Source: an optimization exercise on an open RTL-to-GDS flow (aim: small area and a short achievable clock period). Production flows keep margins and buffers that such runs may drop. No functional check of the RTL was part of this run. No activity file was given, so power comes from the tool's default toggle rates.

===== config.mk =====
export PLATFORM = sky130hd
export DESIGN_NAME = enc_top
export DESIGN_NICKNAME = enc_top
export VERILOG_FILES = /design/flow/design.v
export SDC_FILE = /design/flow/constraint.sdc
export NUM_CORES = 4
export LEC_CHECK = 0
export CAP_MARGIN = 20
export CORE_MARGIN = 2
export CORE_UTILIZATION = 40
export SLEW_MARGIN = 20

===== constraint.sdc =====
create_clock -name core_clock -period 110.0 [get_ports {clk}]
set_input_delay 22.0000 -clock core_clock [delete_from_list [all_inputs] [get_ports {clk}]]
set_output_delay 22.0000 -clock core_clock [all_outputs]
set_load 0.01 [all_outputs]

===== design.v =====
module enc_filter (
    input  wire       clk,
    input  wire       rst,
    input  wire       load,     
    input  wire       step,     
    input  wire [7:0] y,        
    input  wire       in,
    output reg        out_q,
    output wire       qual      
);
    reg  [7:0] run_q;
    wire       diff = in ^ out_q;
    wire       at_n = (run_q == y);
    assign qual = step && diff && at_n;
    always @(posedge clk) begin
        if (load) begin
            out_q <= in;
            run_q <= 8'd0;
        end else if (step) begin
            if (qual)
                out_q <= in;
            if (!diff || at_n)
                run_q <= 8'd0;
            else
                run_q <= run_q + 8'd1;
        end
    end
endmodule
module enc_top (
    input  wire        clk,
    input  wire        rst,           
    input  wire        en,            
    input  wire [7:0]  filt_n,        
    input  wire        invert,        
    input  wire        enc_a,
    input  wire        enc_b,
    input  wire        clr_unc,       
    output reg  [47:0] count,         
    output wire [55:0] p256,          
    output wire        fwd,           
    output wire        still,         
    output wire [23:0] deff,          
    output reg  [23:0] delta,         
    output reg         uncertain,     
    output reg  [23:0] ill_count      
);
    localparam [23:0] M24 = 24'hFFFFFF;
    reg  [7:0] y_q;
    reg        en_q;
    wire load = en && !en_q;
    wire step = en && en_q;
    wire fa, fb, qa, qb;
    enc_filter u_fa (.clk(clk), .rst(rst), .load(load), .step(step), .y(y_q),
                     .in(enc_a), .out_q(fa), .qual(qa));
    enc_filter u_fb (.clk(clk), .rst(rst), .load(load), .step(step), .y(y_q),
                     .in(enc_b), .out_q(fb), .qual(qb));
    reg  dir_known, rev_q, after_ill, valid, dmax;
    wire illegal  = qa && qb;
    wire legal    = qa ^ qb;
    wire step_fwd = (fa ^ fb ^ qa) ^ invert;
    wire good     = !after_ill && dir_known && (step_fwd == !rev_q);
    wire vedge    = legal && good;
    reg  [23:0] g_q;
    wire [24:0] g_inc = {1'b0, g_q} + 25'd1;
    wire [23:0] g_nxt = g_inc[24] ? M24 : g_inc[23:0];
    wire [23:0] new_delta = (g_q == 24'd0) ? 24'd1 : g_q;
    reg  [23:0] m_q;
    wire [23:0] m_inc = (m_q == M24) ? M24 : m_q + 24'd1;
    reg  [7:0] tk_s;
    reg  [8:0] tk_t;
    reg  [7:0] tb_s;
    reg  [8:0] tb_t;
    always @(*) begin
        case (g_inc[3:0])
            4'd2:  begin tb_s = 8'd128; tb_t = 9'd0;  end
            4'd3:  begin tb_s = 8'd85;  tb_t = 9'd1;  end
            4'd4:  begin tb_s = 8'd64;  tb_t = 9'd0;  end
            4'd5:  begin tb_s = 8'd51;  tb_t = 9'd1;  end
            4'd6:  begin tb_s = 8'd42;  tb_t = 9'd4;  end
            4'd7:  begin tb_s = 8'd36;  tb_t = 9'd4;  end
            4'd8:  begin tb_s = 8'd32;  tb_t = 9'd0;  end
            4'd9:  begin tb_s = 8'd28;  tb_t = 9'd4;  end
            4'd10: begin tb_s = 8'd25;  tb_t = 9'd6;  end
            4'd11: begin tb_s = 8'd23;  tb_t = 9'd3;  end
            4'd12: begin tb_s = 8'd21;  tb_t = 9'd4;  end
            4'd13: begin tb_s = 8'd19;  tb_t = 9'd9;  end
            4'd14: begin tb_s = 8'd18;  tb_t = 9'd4;  end
            4'd15: begin tb_s = 8'd17;  tb_t = 9'd1;  end
            4'd0:  begin tb_s = 8'd16;  tb_t = 9'd0;  end
            default: begin tb_s = 8'd255; tb_t = 9'd1; end
        endcase
    end
    wire       tk_small = (g_inc[24:4] == 21'd0) || (g_inc == 25'd16);
    wire [9:0] tk_d     = {1'b0, tk_t} - {2'b0, tk_s};
    wire [9:0] tk_w     = tk_d + g_inc[9:0];
    wire [7:0] tk_s_n   = tk_small ? tb_s : (tk_d[9] ? tk_s - 8'd1 : tk_s);
    wire [8:0] tk_t_n   = tk_small ? tb_t : (tk_d[9] ? tk_w[8:0] : tk_d[8:0]);
    wire [7:0]  dva_q;
    wire [11:0] dva_r;
    enc_divhi u_dva (.y(y_q), .d(g_inc), .q(dva_q[7:4]), .r(dva_r));
    assign dva_q[3:0] = 4'd0;
    reg  [3:0]  dvh_q;
    reg  [11:0] dvh_r;
    wire [3:0]  dv_ql;
    wire [15:0] dv_r;
    enc_divlo u_dvb (.r_in(dvh_r), .d({1'b0, g_q}), .q(dv_ql), .r(dv_r));
    wire [7:0]  dv_q   = {dvh_q, dv_ql};
    wire        dv_sat = ({16'd0, y_q} >= g_q);    
    wire        dv_big = |g_q[23:16];
    reg  [7:0]  frac_q;      
    reg         ovf_q;       
    reg  [23:0] rem_q;
    reg  [7:0]  st_s;
    reg  [8:0]  st_t;
    wire [24:0] rsum  = {1'b0, rem_q} + {16'd0, st_t};
    wire [25:0] rsub  = {1'b0, rsum} - {2'b0, delta};
    wire        rc    = !rsub[25];
    wire [8:0]  qsum  = {1'b0, frac_q} + {1'b0, st_s} + {8'd0, rc};
    always @(posedge clk) begin
        en_q  <= en;
        y_q   <= (filt_n == 8'd0) ? 8'd0 : filt_n - 8'd1;
        g_q   <= g_nxt;
        tk_s  <= tk_s_n;
        tk_t  <= tk_t_n;
        dvh_q <= dva_q[7:4];
        dvh_r <= dva_r;
        if (ovf_q) begin
            m_q <= m_inc;
        end else begin
            frac_q <= qsum[8] ? 8'd255 : qsum[7:0];
            ovf_q  <= qsum[8];
            rem_q  <= rc ? rsub[23:0] : rsum[23:0];
        end
        if (step && legal) begin
            g_q  <= 24'd1;
            tk_s <= 8'd255;
            tk_t <= 9'd1;
        end
        if (step && illegal)
            after_ill <= 1'b1;
        else if (step && legal)
            after_ill <= 1'b0;
        if (step && vedge) begin
            delta <= new_delta;
            dmax  <= (new_delta == M24);
            m_q   <= dv_sat ? {16'd0, y_q} : new_delta;
            ovf_q <= dv_sat;
            if (dv_sat || y_q == 8'd0) begin
                frac_q <= dv_sat ? 8'd255 : 8'd0;
                rem_q  <= 24'd0;
            end else begin
                frac_q <= dv_big ? 8'd0 : dv_q;
                rem_q  <= {8'd0, dv_big ? {y_q, 8'd0} : dv_r};
            end
            st_s <= tk_s;
            st_t <= tk_t;
        end
        if (rst) begin
            en_q      <= 1'b0;
            dir_known <= 1'b0;
            rev_q     <= 1'b0;
            valid     <= 1'b0;
            delta     <= 24'd0;
            count     <= 48'd0;
            uncertain <= 1'b0;
            ill_count <= 24'd0;
        end else begin
            if (clr_unc)
                uncertain <= 1'b0;
            if (load) begin
                dir_known <= 1'b0;
                rev_q     <= 1'b0;
                valid     <= 1'b0;
            end else if (step) begin
                if (illegal) begin
                    uncertain <= 1'b1;
                    if (ill_count != M24)
                        ill_count <= ill_count + 24'd1;
                end else if (legal) begin
                    count     <= step_fwd ? count + 48'd1 : count - 48'd1;
                    valid     <= good;
                    dir_known <= 1'b1;
                    rev_q     <= !step_fwd;
                end
            end
        end
    end
    wire        fon  = valid && !dmax;
    wire [7:0]  frac = fon ? frac_q : 8'd0;
    wire        fnz  = |frac;
    assign fwd  = !rev_q;
    wire [47:0] chi = (rev_q && fnz) ? count - 48'd1 : count;
    assign p256 = {chi, rev_q ? 8'd0 - frac : frac};
    assign still = !fon || rev_q;
    assign deff  = still ? 24'd0 : m_q;
endmodule
module enc_divhi (
    input  wire [7:0]  y,
    input  wire [24:0] d,
    output wire [3:0]  q,
    output wire [11:0] r
);
    wire hz12 = ~|d[24:12];           
    wire hz11 = hz12 & ~d[11];
    wire hz10 = hz11 & ~d[10];
    wire hz9  = hz10 & ~d[9];
    wire [8:0]  t0 = {y, 1'b0};
    wire [9:0]  s0 = {1'b0, t0} - {1'b0, d[8:0]};
    wire        b0 = hz9 & ~s0[9];
    wire [8:0]  r0 = b0 ? s0[8:0] : t0;
    wire [9:0]  t1 = {r0, 1'b0};
    wire [10:0] s1 = {1'b0, t1} - {1'b0, d[9:0]};
    wire        b1 = hz10 & ~s1[10];
    wire [9:0]  r1 = b1 ? s1[9:0] : t1;
    wire [10:0] t2 = {r1, 1'b0};
    wire [11:0] s2 = {1'b0, t2} - {1'b0, d[10:0]};
    wire        b2 = hz11 & ~s2[11];
    wire [10:0] r2 = b2 ? s2[10:0] : t2;
    wire [11:0] t3 = {r2, 1'b0};
    wire [12:0] s3 = {1'b0, t3} - {1'b0, d[11:0]};
    wire        b3 = hz12 & ~s3[12];
    wire [11:0] r3 = b3 ? s3[11:0] : t3;
    assign q = {b0, b1, b2, b3};
    assign r = r3;
endmodule
module enc_divlo (
    input  wire [11:0] r_in,
    input  wire [24:0] d,
    output wire [3:0]  q,
    output wire [15:0] r
);
    wire hz16 = ~|d[24:16];           
    wire hz15 = hz16 & ~d[15];
    wire hz14 = hz15 & ~d[14];
    wire hz13 = hz14 & ~d[13];
    wire [12:0] t0 = {r_in, 1'b0};
    wire [13:0] s0 = {1'b0, t0} - {1'b0, d[12:0]};
    wire        b0 = hz13 & ~s0[13];
    wire [12:0] r0 = b0 ? s0[12:0] : t0;
    wire [13:0] t1 = {r0, 1'b0};
    wire [14:0] s1 = {1'b0, t1} - {1'b0, d[13:0]};
    wire        b1 = hz14 & ~s1[14];
    wire [13:0] r1 = b1 ? s1[13:0] : t1;
    wire [14:0] t2 = {r1, 1'b0};
    wire [15:0] s2 = {1'b0, t2} - {1'b0, d[14:0]};
    wire        b2 = hz15 & ~s2[15];
    wire [14:0] r2 = b2 ? s2[14:0] : t2;
    wire [15:0] t3 = {r2, 1'b0};
    wire [16:0] s3 = {1'b0, t3} - {1'b0, d[15:0]};
    wire        b3 = hz16 & ~s3[16];
    wire [15:0] r3 = b3 ? s3[15:0] : t3;
    assign q = {b0, b1, b2, b3};
    assign r = r3;
endmodule

===== run.sh =====
#!/bin/bash
# synth_recipe.tcl (not shown) runs the flow's synth.tcl, then flattens the netlist and writes it again
# the make line also repeats each setting of config.mk as NAME=value (left out here)
make -C /OpenROAD-flow-scripts/flow DESIGN_CONFIG=/design/flow/config.mk WORK_HOME=/design/flow/orfs CLKGATE_MAP_FILE= SYNTH_SCRIPT=/design/flow/synth_recipe.tcl finish

==> run notes <==
## synthesized netlist by cell type (40+ instances only)
cell type | instances | area share
edfxtp_1 | 76 | 0.10
and3_1 | 68 | 0.019
dfxtp_1 | 184 | 0.17
a21oi_1 | 235 | 0.053
nand4_1 | 40 | 0.011
clkbuf_1 | 105 | 0.018
nand2_1 | 256 | 0.044
inv_1 | 138 | 0.023
mux2i_1 | 43 | 0.019
xor2_1 | 131 | 0.052
nor3_1 | 77 | 0.017
mux2_2 | 40 | 0.020
nand3_1 | 88 | 0.020
o21ai_0 | 150 | 0.034
ha_1 | 173 | 0.098
or3_1 | 44 | 0.012
xnor2_1 | 170 | 0.067
nor2_1 | 276 | 0.047
## cell families after synthesis
| logic type | after synthesis | synth area share |
|---|---|---|
| flops | 260 | 0.270 |
| compound gates | 643 | 0.180 |
| fa+ha+maj | 183 | 0.107 |
| simple gates | 1026 | 0.230 |
| buf+inv | 270 | 0.0476 |
| xor+xnor | 302 | 0.120 |
| mux | 91 | 0.0453 |
## critical path, cell delays in order (launching register included)
cell and delay (ns):
dfxtp_1 0.43, or4_1 0.67, nand4b_1 0.30, or3_1 0.57
nor4_1 0.59, nand3_1 0.22, or4_1 0.52, nor2_1 0.23
nand2_1 0.10, xnor2_1 0.16, clkdlybuf4s50_1 0.55
## routing by layer
metal / GRT usage / vias up / part of all wire
li1: - / 10200 / -
met2: 0.391 / 649 / 0.45
met3: 0.0316 / 115 / 0.060
met4: 0.0799 / 0 / 0.031
met5: 0 / - / 0
met1: 0.329 / 9905 / 0.46
## per-stage QoR
| stage | cell area [um2] | hold slack, ns | std cells |
|---|---|---|---|
| floorplan | 22100 | 0.408 | 2775 |
| global placement | 24600 | 0.421 | 3568 |
| detailed placement | 24600 | 0.432 | 3568 |
| CTS | 25700 | 0.423 | 3630 |
| global route | 25700 | 0.439 | 3631 |
| finish | 25700 | 0.420 | 3631 |
## worst max path at each step
stage                                 from                to  slack [ns]
global placement                        en  m_q[5]$_DFFE_PP_       83.07
floorplan           count[11]$_SDFFE_PP0P_          p256[55]       84.58
global route        count[10]$_SDFFE_PP0P_          p256[54]       82.85
detailed placement                      en  m_q[6]$_DFFE_PP_       83.06
CTS                 count[10]$_SDFFE_PP0P_          p256[50]       83.11
finish              count[10]$_SDFFE_PP0P_          p256[54]       83.11
## area by class of cell
| class | count | area (um2) | share of cell area |
|---|---|---|---|
| clock inverter | 19 | 155 | 0.00604 |
| clock buffer | 43 | 935 | 0.0364 |
| timing repair buffer | 219 | 2140 | 0.0835 |
| multi-input combinational | 2245 | 15100 | 0.587 |
| tap | 704 | 881 | 0.0343 |
| inverter | 141 | 529 | 0.0206 |
| sequential | 260 | 5970 | 0.232 |
## power groups by stage
stage | Clock [uW] | Sequential, uW | Combinational [uW]
after floorplan | 0 | 109 | 119
after global placement | 0 | 114 | 142
after detailed placement | 0 | 114 | 146
after CTS | 111 | 112 | 147
after global routing | 115 | 113 | 167
final | 108 | 112 | 149
## sequential cells by signal (all words and copies together) (netlist names), 4 cells and up
name,flops
dvh_q,4
m_q,24
frac_q,8
delta,24
tk_t,9
tk_s,8
st_s,8
dvh_r,12
rem_q,24
u_fa.run_q,8
g_q,24
y_q,8
count,48
st_t,9
ill_count,24
u_fb.run_q,8
==> summary.txt <==
Run status
  • Status: finished clean

Global routing
  • Grt total ovfl: 0
  • First-pass GRT wire length: approximately 110000 um
  • Vias in the first global route: around 20000
  • Largest net degree at the start of global routing: 100
  • Initial antenna violation count: 0
  • GRT Util Overall: 0.241

Final layout
  • # diodes: 0
  • Proportion of layout cells with a drive suffix above 1: 0.0605
  • Nets: 3099
  • Synthesis-to-finish area growth: 16.3%
  • Fill cells: around 5400
  • Final core occ: 0.468
  • Commonest non-fill, non-tap cell in the layout: nor2_1
  • Commonest cells after routing, fill and taps aside: 275 x nor2_1, 256 x nand2_1, 235 x a21oi_1

Worst setup path
  • Crit end category: output pin
  • Reg2Reg Setup Slack: between 90 and 100 ns
  • CP startpoint kind: register
  • Worst Path Max Fanout: 14
  • Worst EP arrival: 4.89 ns
  • FF-to-FF Start: g_q[1]$_SDFF_PP0_
  • CP required: about 88 ns
  • Worst R2R Path Depth: just over 40
  • Setup Crit Path Kind: reg -> out
  • Reg2reg end: dvh_r[11]$_DFF_P_

Clock network
  • CTS H-tree lvls: 2
  • CTS sink count: 260
  • Post-cts hold buffer count: 0
  • Insertion delay to the later sink of the worst-skew pair: 0.56 ns
  • Clk root buf: clkbuf_16
  • Reg clk slew, reported paths: about 0.060 ns
  • Maximum clock insertion buffer count: 3
  • Post-cts resize count: 0
  • Num CTS Buffers: 34
  • Setup Fix Bufs, Post-CTS: 0
  • CTS tree: done

STA
  • Setup_tns: 0 ns
  • Setup ws final: between 80 and 90 ns
  • Final slew viol count: 0
  • Skew final: between 0.03 and 0.04 ns
  • Final Hold Fails: 0
  • RSZ-0062 raised after global routing: false
  • Worst-Margin Slew: just over 1 ns
  • Max_slew headroom: 0.312
  • Setup violators final: 0
  • Max Freq: roughly 37 MHz
  • Period utilisation layout: 0.244
  • Min cycle time layout: ~27 ns

Place
  • DP Wirelength: roughly 53000 um
  • Port-buffer cells: approximately 190
  • Gpl congestion: 0.969
  • Pre-CTS WS: between 80 and 90 ns

Hold path
  • Min-delay worst type: reg -> reg
  • Worst Hold End: st_t[3]$_DFFE_PP_
  • Min-delay src: tk_t[3]$_SDFF_PP0_
  • Hold Path Depth: 0

Power and ir drop
  • Total power: 370 uW
  • Net Sw Frac: 0.374
  • NetSw: 138 uW
  • Comb power frac: 0.403
  • Clk pwr share: 0.293
  • Pleak: about 0.01 uW
  • Seq pwr share: 0.304
  • Pwr dens: 14.4 nW/um2
  • Internal Power: ~230 uW
  • Worst vdd ir: just under 0.00001 V

Floorplanning
  • Row Count: between 80 and 90
  • Core ar.: 54900 um2
  • Starting Density: 0.402
  • # IOs: about 190
  • Die Ht: between 200 and 250 um
  • DIE AREA: around 57000 um2
  • Die X: between 200 and 250 um

Run
  • Max-cap violations: 0

Routing
  • DR WL/cell: between 15 and 20 um
  • Post-Route WL: ~70000 um
  • Final antenna-violating net count: 0
  • 1st-pass router iterations: 7
  • Initial DRC Count: between 1500 and 2000
  • Via/cell ratio: 5.74
  • Routed vias: around 21000
  • Residual DRC: 0

Logic synthesis
  • Post-synthesis cell type count: 90
  • Ys Warns: 2
  • Synth Instances: 2775
  • Seq/Total Area, Yosys: 0.270
  • Synth Area per Inst: 7.96 um2
  • Post-synthesis async set-or-reset flop share: 0
  • Number of synthesized flops with an enable pin: 76
  • Ys flop type: dfxtp_1
  • Synth Cell Area: ~22000 um2
  • Syn_nets: about 3000
  • Synth Register Bits: 260

-- what the ideal ports hide --
The results above use ideal ports. As a check the final layout listed here was re-extracted and re-timed, cells and wires unchanged.
Step 1, drivers: a clkbuf_16 drives clk and a buf_2 each remaining input, both assumed.
Step 2, shift: input delay + t, output delay - t, t = (earliest + latest rising clock arrival at the registers) / 2. This alone moves slack from input paths to output paths.
Three values: ideal, step 1, step 2; two values: the first two.
shift t [ns]: 0.599
setup slack, ns: 83.112 / 83.051 / 83.026
hold slack, ns: 0.420 / 0.420 / 0.420
worst setup path after step 2: input to register
latest minus earliest clock arrival (ns): 0.037 / 0.037
After both steps this run still meets setup and hold. The setup slack of this run moves by -0.061 ns with the drivers and by -0.086 ns with both steps.
